This design comes from an exercise in tuning for small area, a short achievable clock period and few clock cycles on the open sky130 flow, not from production work. At most, simulation tests tie the RTL to the original design; equivalence was not proved.

==> run Z: inputs <==
// dg_lane
module dg_lane (
    input  wire         clk,
    input  wire         rst,
    input  wire         in_valid,
    output wire         in_ready,
    input  wire [31:0]  in_data,
    input  wire         in_last,
    input  wire [2:0]   in_nbytes,
    input  wire [1:0]   in_mode,
    output wire         out_valid,
    output wire [255:0] out_digest
);
clock: 10.0 ns
lec_check: 0
cap_margin: 20
core_margin: 2
core_utilization: 30
place_density: 0.45
slew_margin: 20
run.sh (not shown) runs the stock make flow with config.mk's settings and CLKGATE_MAP_FILE= SYNTH_SCRIPT=/design/flow/synth_recipe.tcl, a recipe that flattens the netlist after the stock synthesis.
==> run A (differences from run Z) <==
CORE_UTILIZATION = 50   (was 30)
PLACE_DENSITY = 0.6   (was 0.45)
SETUP_SLACK_MARGIN = 4.5   (was unset)
==> PnR_summary.wiki <==
{| class="wikitable"
! Metric !! Value
|-
| Outcome || no timing/DRC/antenna violations
|-
| Post-route met1 wirelength || 121 mm
|-
| Global Route met1 Usage || 0.324
|-
| Area share of buffers outside the clock network || 0.0471
|}
[end of results for run Z]
==> PnR_summary.wiki <==
{| class="wikitable"
! Metric !! Value
|-
| Post-route met1 wirelength || 102 mm
|-
| Outcome || no timing/DRC/antenna violations
|-
| CP Launch Point || ph[1]
|-
| Dominant cell type by count on the critical path || fa_1
|-
| Area share of buffers outside the clock network || 0.0481
|}
[end of results for run A]
No run of this note included a check of the RTL's function; only the layout flow was run.

========
==> wip/xenon <==
dg_lane, a different RTL version from the one above (not shown whole).
make LEC_CHECK=0 ABC_AREA=1 CAP_MARGIN=20 CORE_MARGIN=2 CORE_UTILIZATION=50 PLACE_DENSITY=0.6 SETUP_SLACK_MARGIN=4.5 SLEW_MARGIN=20 finish   # period 10.0 ns
==> wip/raven: changes against wip/xenon <==
--- a/flow/design.v
+++ b/flow/design.v
@@ -92,11 +92,12 @@
     reg [3:0]   wslot;        
     reg         wfull;        
     reg         pv;           
     reg [1:0]   pinit;        
     reg [2:0]   pend_end;     
-    reg [21:0]  bcnt;
+    reg [19:0]  wc;           
+    reg [1:0]   lnb;          
     reg         pad80, fin;
     reg [31:0]  w  [0:15];
     reg [31:0]  kr [0:15];
     reg [31:0]  hr [0:7];
     reg [31:0]  a, b, c, e, f, g;
@@ -109,13 +110,12 @@
     reg        ffw;           
     wire       ph18  = (ph != 4'd0) && (ph <= 4'd8);
     wire start = start_r;
     wire rstart  = start && !busy;           
     wire sched   = (busy && t <= 6'd46) || start;
-    wire wfree   = !sched && !wfull;
-    wire [3:0] cslot = ph + 4'd1;
-    wire slot_ok = wfree && (cslot == wslot);
+    reg  slot_r;
+    wire slot_ok = slot_r;
     reg rdy;
     assign in_ready = rdy;
     wire fire = in_valid && in_ready;
     wire [2:0]  nb       = in_last ? in_nbytes : 3'd4;
     wire [1:0]  cur_mode = (lst == L_IDLE) ? in_mode : lmode;
@@ -147,11 +147,11 @@
                     ins_w = 32'h36363636;
                     k1w   = slot_ok;
                 end else if (!pad80)
                     ins_w = 32'h80000000;
                 else if (wslot == 4'd15 && fin)
-                    ins_w = {7'd0, bcnt, 3'd0};
+                    ins_w = {7'd0, wc, lnb, 3'd0};
             end
             L_OPAD: begin
                 ins   = slot_ok;
                 ins_w = kr[0] ^ 32'h5c5c5c5c;
             end
@@ -170,11 +170,11 @@
                              (lst == L_OUTB && wslot == 4'd0));
     wire start_n = (ph == 4'd14) && (wfull || wfull_set) &&
                    ((pinit == I_CONT) ? ((busy && q == 2'd3 && cur_end == E_NONE) ||
                                          (!busy && hstat == H_CHAIN))
                                       : (!busy && hstat == H_READY));
-    reg [5:0] kix;
+    reg [31:0] Kr;
     localparam [2047:0] KTAB = {
         32'hc67178f2, 32'hbef9a3f7, 32'ha4506ceb, 32'h90befffa,
         32'h8cc70208, 32'h84c87814, 32'h78a5636f, 32'h748f82ee,
         32'h682e6ff3, 32'h5b9cca4f, 32'h4ed8aa4a, 32'h391c0cb3,
         32'h34b0bcb5, 32'h2748774c, 32'h1e376c08, 32'h19a4c116,
@@ -189,11 +189,11 @@
         32'hc19bf174, 32'h9bdc06a7, 32'h80deb1fe, 32'h72be5d74,
         32'h550c7dc3, 32'h243185be, 32'h12835b01, 32'hd807aa98,
         32'hab1c5ed5, 32'h923f82a4, 32'h59f111f1, 32'h3956c25b,
         32'he9b5dba5, 32'hb5c0fbcf, 32'h71374491, 32'h428a2f98
     };
-    wire [31:0] kt = KTAB[{kix, 5'd0} +: 32];
+    wire [31:0] kt = Kr;
     reg [31:0] ivw;
     always @(*) begin
         case (ph[2:0])
             3'd1:    ivw = 32'h5be0cd19;
             3'd2:    ivw = 32'h1f83d9ab;
@@ -220,11 +220,11 @@
     wire [31:0] a_new = a4s + a4c;
     wire [31:0] e1s = Xs ^ Xc ^ ch;
     wire [31:0] e1c = {((Xs & Xc) | (Xs & ch) | (Xc & ch)), 1'b0};
     wire [31:0] e2s = e1s ^ e1c ^ s1;
     wire [31:0] e2c = {((e1s & e1c) | (e1s & s1) | (e1c & s1)), 1'b0};
-    wire [31:0] e_new = e2s + e2c;
+    wire [31:0] e_new = bk_add(e2s, e2c);
     wire [31:0] ss0   = rotr(w[1], 7) ^ rotr(w[1], 18) ^ (w[1] >> 3);
     wire [31:0] ss1   = rotr(w[14], 17) ^ rotr(w[14], 19) ^ (w[14] >> 10);
     wire [31:0] sc1s  = ss1 ^ w[9] ^ w[0];
     wire [31:0] sc1c  = {((ss1 & w[9]) | (ss1 & w[0]) | (w[9] & w[0])), 1'b0};
     wire [31:0] sc2s  = sc1s ^ sc1c ^ ss0;
@@ -297,11 +297,12 @@
     reg [3:0] wslot_n;
     reg  wfull_n;
     reg  pv_n;
     reg [1:0] pinit_n;
     reg [2:0] pend_end_n;
-    reg [21:0] bcnt_n;
+    reg [19:0] wc_n;
+    reg [1:0] lnb_n;
     reg  pad80_n;
     reg  fin_n;
     always @(*) begin
         ph_n = ph;
         start_r_n = start_r;
@@ -325,11 +326,12 @@
         wslot_n = wslot;
         wfull_n = wfull;
         pv_n = pv;
         pinit_n = pinit;
         pend_end_n = pend_end;
-        bcnt_n = bcnt;
+        wc_n = wc;
+        lnb_n = lnb;
         pad80_n = pad80;
         fin_n = fin;
         ph_n   = ph + 4'd1;
         start_r_n = start_n;
         mode_ok_n = in_valid && !fire && (in_mode != MODE_KEY);
@@ -341,11 +343,12 @@
         case (lst)
             L_IDLE: if (fire) begin
                 lmode_n = in_mode;
                 pv_n    = 1'b1;
                 pinit_n = (in_mode == MODE_HMAC) ? I_IS : I_IV;
-                bcnt_n  = ((in_mode == MODE_HMAC) ? 22'd64 : 22'd0) + {19'd0, nb};
+                wc_n    = ((in_mode == MODE_HMAC) ? 20'd16 : 20'd0) + {19'd0, nb[2]};
+                lnb_n   = nb[1:0];
                 fin_n   = 1'b0;
                 wslot_n = 4'd1;
                 if (in_mode == MODE_KEY) os_pend_n = 1'b1;
                 if (in_last) begin
                     pad80_n = (nb != 3'd4);
@@ -354,11 +357,12 @@
                     pad80_n = 1'b0;
                     lst_n   = L_MSG;
                 end
             end
             L_MSG: if (fire) begin
-                bcnt_n  = bcnt + {19'd0, nb};
+                wc_n    = wc + {19'd0, nb[2]};
+                lnb_n   = nb[1:0];
                 wslot_n = wslot + 4'd1;
                 if (wslot == 4'd0) begin
                     pv_n    = 1'b1;
                     pinit_n = I_CONT;
                 end
@@ -480,10 +484,13 @@
     wire wfree_n = !sched_n && !wfull_n;
     wire [3:0] cslot_n = ph_n + 4'd1;
     wire rdy_n = (lst_n == L_IDLE) ? (wfree_n && ph_n == 4'd15 && (!os_pend_n || mode_ok_n)) :
                  (lst_n == L_MSG)  ? (wfree_n && cslot_n == wslot_n) :
                  (lst_n == L_K17);
+    wire [5:0] kix_n = {q_n, ph_n} + 6'd1;
+    always @(posedge clk)
+        Kr <= KTAB[{kix_n, 5'd0} +: 32];
     always @(posedge clk) begin
         if (rst) begin
             ph <= 4'd0;
             start_r <= 1'b0;
             mode_ok <= 1'b0;
@@ -506,15 +513,16 @@
             wslot <= 4'd0;
             wfull <= 1'b0;
             pv <= 1'b0;
             pinit <= I_CONT;
             pend_end <= E_NONE;
-            bcnt <= 22'd0;
+            wc <= 20'd0;
+            lnb <= 2'd0;
             pad80 <= 1'b0;
             fin <= 1'b0;
             rdy      <= 1'b0;
-            kix      <= 6'd49;
+            slot_r   <= 1'b0;
         end else begin
             ph <= ph_n;
             start_r <= start_r_n;
             mode_ok <= mode_ok_n;
             t62 <= t62_n;
@@ -536,13 +544,14 @@
             wslot <= wslot_n;
             wfull <= wfull_n;
             pv <= pv_n;
             pinit <= pinit_n;
             pend_end <= pend_end_n;
-            bcnt <= bcnt_n;
+            wc <= wc_n;
+            lnb <= lnb_n;
             pad80 <= pad80_n;
             fin <= fin_n;
             rdy      <= rdy_n;
-            kix      <= {q_n, ph_n} + 6'd1;
+            slot_r   <= wfree_n && (cslot_n == wslot_n);
         end
     end
 endmodule
- CORE_UTILIZATION: 50 -> 60
- PLACE_DENSITY: 0.6 -> 0.7
- SETUP_SLACK_MARGIN: 4.5 -> 5
==> wip/nickel: changes against wip/xenon <==
--- a/flow/design.v
+++ b/flow/design.v
@@ -92,11 +92,12 @@
     reg [3:0]   wslot;        
     reg         wfull;        
     reg         pv;           
     reg [1:0]   pinit;        
     reg [2:0]   pend_end;     
-    reg [21:0]  bcnt;
+    reg [19:0]  wc;           
+    reg [1:0]   lnb;          
     reg         pad80, fin;
     reg [31:0]  w  [0:15];
     reg [31:0]  kr [0:15];
     reg [31:0]  hr [0:7];
     reg [31:0]  a, b, c, e, f, g;
@@ -109,13 +110,12 @@
     reg        ffw;           
     wire       ph18  = (ph != 4'd0) && (ph <= 4'd8);
     wire start = start_r;
     wire rstart  = start && !busy;           
     wire sched   = (busy && t <= 6'd46) || start;
-    wire wfree   = !sched && !wfull;
-    wire [3:0] cslot = ph + 4'd1;
-    wire slot_ok = wfree && (cslot == wslot);
+    reg  slot_r;
+    wire slot_ok = slot_r;
     reg rdy;
     assign in_ready = rdy;
     wire fire = in_valid && in_ready;
     wire [2:0]  nb       = in_last ? in_nbytes : 3'd4;
     wire [1:0]  cur_mode = (lst == L_IDLE) ? in_mode : lmode;
@@ -147,11 +147,11 @@
                     ins_w = 32'h36363636;
                     k1w   = slot_ok;
                 end else if (!pad80)
                     ins_w = 32'h80000000;
                 else if (wslot == 4'd15 && fin)
-                    ins_w = {7'd0, bcnt, 3'd0};
+                    ins_w = {7'd0, wc, lnb, 3'd0};
             end
             L_OPAD: begin
                 ins   = slot_ok;
                 ins_w = kr[0] ^ 32'h5c5c5c5c;
             end
@@ -170,11 +170,11 @@
                              (lst == L_OUTB && wslot == 4'd0));
     wire start_n = (ph == 4'd14) && (wfull || wfull_set) &&
                    ((pinit == I_CONT) ? ((busy && q == 2'd3 && cur_end == E_NONE) ||
                                          (!busy && hstat == H_CHAIN))
                                       : (!busy && hstat == H_READY));
-    reg [5:0] kix;
+    reg [31:0] Kr;
     localparam [2047:0] KTAB = {
         32'hc67178f2, 32'hbef9a3f7, 32'ha4506ceb, 32'h90befffa,
         32'h8cc70208, 32'h84c87814, 32'h78a5636f, 32'h748f82ee,
         32'h682e6ff3, 32'h5b9cca4f, 32'h4ed8aa4a, 32'h391c0cb3,
         32'h34b0bcb5, 32'h2748774c, 32'h1e376c08, 32'h19a4c116,
@@ -189,11 +189,11 @@
         32'hc19bf174, 32'h9bdc06a7, 32'h80deb1fe, 32'h72be5d74,
         32'h550c7dc3, 32'h243185be, 32'h12835b01, 32'hd807aa98,
         32'hab1c5ed5, 32'h923f82a4, 32'h59f111f1, 32'h3956c25b,
         32'he9b5dba5, 32'hb5c0fbcf, 32'h71374491, 32'h428a2f98
     };
-    wire [31:0] kt = KTAB[{kix, 5'd0} +: 32];
+    wire [31:0] kt = Kr;
     reg [31:0] ivw;
     always @(*) begin
         case (ph[2:0])
             3'd1:    ivw = 32'h5be0cd19;
             3'd2:    ivw = 32'h1f83d9ab;
@@ -220,11 +220,11 @@
     wire [31:0] a_new = a4s + a4c;
     wire [31:0] e1s = Xs ^ Xc ^ ch;
     wire [31:0] e1c = {((Xs & Xc) | (Xs & ch) | (Xc & ch)), 1'b0};
     wire [31:0] e2s = e1s ^ e1c ^ s1;
     wire [31:0] e2c = {((e1s & e1c) | (e1s & s1) | (e1c & s1)), 1'b0};
-    wire [31:0] e_new = e2s + e2c;
+    wire [31:0] e_new = bk_add(e2s, e2c);
     wire [31:0] ss0   = rotr(w[1], 7) ^ rotr(w[1], 18) ^ (w[1] >> 3);
     wire [31:0] ss1   = rotr(w[14], 17) ^ rotr(w[14], 19) ^ (w[14] >> 10);
     wire [31:0] sc1s  = ss1 ^ w[9] ^ w[0];
     wire [31:0] sc1c  = {((ss1 & w[9]) | (ss1 & w[0]) | (w[9] & w[0])), 1'b0};
     wire [31:0] sc2s  = sc1s ^ sc1c ^ ss0;
@@ -297,11 +297,12 @@
     reg [3:0] wslot_n;
     reg  wfull_n;
     reg  pv_n;
     reg [1:0] pinit_n;
     reg [2:0] pend_end_n;
-    reg [21:0] bcnt_n;
+    reg [19:0] wc_n;
+    reg [1:0] lnb_n;
     reg  pad80_n;
     reg  fin_n;
     always @(*) begin
         ph_n = ph;
         start_r_n = start_r;
@@ -325,11 +326,12 @@
         wslot_n = wslot;
         wfull_n = wfull;
         pv_n = pv;
         pinit_n = pinit;
         pend_end_n = pend_end;
-        bcnt_n = bcnt;
+        wc_n = wc;
+        lnb_n = lnb;
         pad80_n = pad80;
         fin_n = fin;
         ph_n   = ph + 4'd1;
         start_r_n = start_n;
         mode_ok_n = in_valid && !fire && (in_mode != MODE_KEY);
@@ -341,11 +343,12 @@
         case (lst)
             L_IDLE: if (fire) begin
                 lmode_n = in_mode;
                 pv_n    = 1'b1;
                 pinit_n = (in_mode == MODE_HMAC) ? I_IS : I_IV;
-                bcnt_n  = ((in_mode == MODE_HMAC) ? 22'd64 : 22'd0) + {19'd0, nb};
+                wc_n    = ((in_mode == MODE_HMAC) ? 20'd16 : 20'd0) + {19'd0, nb[2]};
+                lnb_n   = nb[1:0];
                 fin_n   = 1'b0;
                 wslot_n = 4'd1;
                 if (in_mode == MODE_KEY) os_pend_n = 1'b1;
                 if (in_last) begin
                     pad80_n = (nb != 3'd4);
@@ -354,11 +357,12 @@
                     pad80_n = 1'b0;
                     lst_n   = L_MSG;
                 end
             end
             L_MSG: if (fire) begin
-                bcnt_n  = bcnt + {19'd0, nb};
+                wc_n    = wc + {19'd0, nb[2]};
+                lnb_n   = nb[1:0];
                 wslot_n = wslot + 4'd1;
                 if (wslot == 4'd0) begin
                     pv_n    = 1'b1;
                     pinit_n = I_CONT;
                 end
@@ -480,10 +484,13 @@
     wire wfree_n = !sched_n && !wfull_n;
     wire [3:0] cslot_n = ph_n + 4'd1;
     wire rdy_n = (lst_n == L_IDLE) ? (wfree_n && ph_n == 4'd15 && (!os_pend_n || mode_ok_n)) :
                  (lst_n == L_MSG)  ? (wfree_n && cslot_n == wslot_n) :
                  (lst_n == L_K17);
+    wire [5:0] kix_n = {q_n, ph_n} + 6'd1;
+    always @(posedge clk)
+        Kr <= KTAB[{kix_n, 5'd0} +: 32];
     always @(posedge clk) begin
         if (rst) begin
             ph <= 4'd0;
             start_r <= 1'b0;
             mode_ok <= 1'b0;
@@ -506,15 +513,16 @@
             wslot <= 4'd0;
             wfull <= 1'b0;
             pv <= 1'b0;
             pinit <= I_CONT;
             pend_end <= E_NONE;
-            bcnt <= 22'd0;
+            wc <= 20'd0;
+            lnb <= 2'd0;
             pad80 <= 1'b0;
             fin <= 1'b0;
             rdy      <= 1'b0;
-            kix      <= 6'd49;
+            slot_r   <= 1'b0;
         end else begin
             ph <= ph_n;
             start_r <= start_r_n;
             mode_ok <= mode_ok_n;
             t62 <= t62_n;
@@ -536,13 +544,14 @@
             wslot <= wslot_n;
             wfull <= wfull_n;
             pv <= pv_n;
             pinit <= pinit_n;
             pend_end <= pend_end_n;
-            bcnt <= bcnt_n;
+            wc <= wc_n;
+            lnb <= lnb_n;
             pad80 <= pad80_n;
             fin <= fin_n;
             rdy      <= rdy_n;
-            kix      <= {q_n, ph_n} + 6'd1;
+            slot_r   <= wfree_n && (cslot_n == wslot_n);
         end
     end
 endmodule
==> flow/flow/run.sh (new file) <==
#!/bin/bash
# The standard layout (the standard.sh, standard synthesis included) with two
# changes: the input and output port buffers are sky130_fd_sc_hd__buf_1 cells
# instead of the resizer's default choice, and timing repair aims for 5.75 ns of
# setup slack (a 4.25 ns period) at the design's 10 ns clock.
set -euo pipefail
export BUFFER_PORTS_ARGS="-buffer_cell sky130_fd_sc_hd__buf_1"
bash standard.sh SETUP_SLACK_MARGIN=5.75 synth > synth.log 2>&1
bash standard.sh SETUP_SLACK_MARGIN=5.75 finish > finish.log 2>&1
==> flow/standard.sh (new file) <==
#!/bin/bash
# synth_recipe.tcl (not shown) runs the flow's synth.tcl, then flattens the netlist and writes it again
# the make line also repeats each setting of config.mk as NAME=value (left out here)
make -C /OpenROAD-flow-scripts/flow DESIGN_CONFIG=/design/flow/config.mk WORK_HOME=/design/flow/orfs CLKGATE_MAP_FILE= SYNTH_SCRIPT=/design/flow/synth_recipe.tcl "${@:-finish}"
- CORE_UTILIZATION: 50 -> 60
- CTS_CLUSTER_DIAMETER: unset -> 100
- CTS_CLUSTER_SIZE: unset -> 25
- PLACE_DENSITY: 0.6 -> 0.7
- SETUP_SLACK_MARGIN: 4.5 -> unset
removed: flow/run.sh
==> notes.md <==
iteration count of the initial detailed-routing pass 8; sequential cells 1696; xor and xnor area share after synthesis ~4.6%; Initial Util between 60 and 70%; Worst Path Required ~11 ns; hold path startpoint kr[12][14]$_DFF_P_; status no timing/DRC/antenna violations; Reg area 0.03403 sq mm; Slew @ Worst Pin about 1.3 ns; Worst Skew ~0.069 ns
(the above is from wip/raven)
==> notes.md <==
multi-input logic area between 0.02 and 0.03 sq mm; setup violators final 0; sequential cells 1669; hold path startpoint kr[4][30]$_DFF_P_; diode count 9; Reg area about 0.033 sq mm; Synth Instances just under 7000; post-route core utilization 58.65%; iteration count of the initial detailed-routing pass 6; Slew @ Worst Pin 1.218 ns; origin of the critical flop-to-flop path e[14]$_DFF_P_; xor and xnor area share after synthesis between 4 and 5%; status no timing/DRC/antenna violations; Initial Util about half
(the above is from wip/xenon)
==> notes.md <==
status no timing/DRC/antenna violations; sequential cells ~1700; IO Pins 299; Slew @ Worst Pin 1.225 ns; Reg area around 0.034 sq mm; iteration count of the initial detailed-routing pass 8; Final Instance Area 0.07555 sq mm; hold path startpoint w[2][6]$_DFF_P_; Initial Util between 60 and 70%; fin cells 8611; Worst Skew roughly 0.038 ns; xor and xnor area share after synthesis 4.624%; Worst Path Required 10.62 ns
(the above is from wip/nickel)
Testbench counts of wip/xenon, summed over its fixed seeds: cycles 160,840.
Testbench counts of wip/raven, summed over its fixed seeds: cycles 160,840.
Testbench counts of wip/nickel, summed over its fixed seeds: cycles 160,840.

[static timing again, ports no longer ideal]
The results above use ideal ports. As a check the final layouts listed here were re-extracted and re-timed, cells and wires unchanged. Step 1 assumes that a clkbuf_16 drives the clock port and a buf_2 every other input. Step 2 also shifts input and output timing later by t, the mid clock arrival at the registers, as if the neighbouring blocks saw the same clock. a / b / c = ideal ports / drivers / drivers and shift; a / b = the first two.
run | t, ns | setup slack, ns | worst setup path after step 2 | worst register clock-pin slew, ns | cell pins on the clock port's net
run Z | 0.947 | 3.401 / 3.302 / 4.157 | register to register | 0.08 / 0.08 | 1
run A | 0.879 | 4.511 / 4.511 / 3.981 | input to register | 0.08 / 0.08 | 1
wip/xenon | 0.879 | 4.713 / 4.713 / 4.407 | input to register | 0.07 / 0.07 | 1
wip/raven | 0.864 | 4.922 / 4.922 / 4.470 | input to register | 0.07 / 0.07 | 1
wip/nickel | 0.800 | 5.508 / 5.508 / 4.850 | input to register | 0.11 / 0.11 | 1
After both steps setup and hold are still met in every run listed. The setup slack of wip/nickel, which loses most, moves by 0.000 ns with the drivers and by -0.658 ns with both steps.
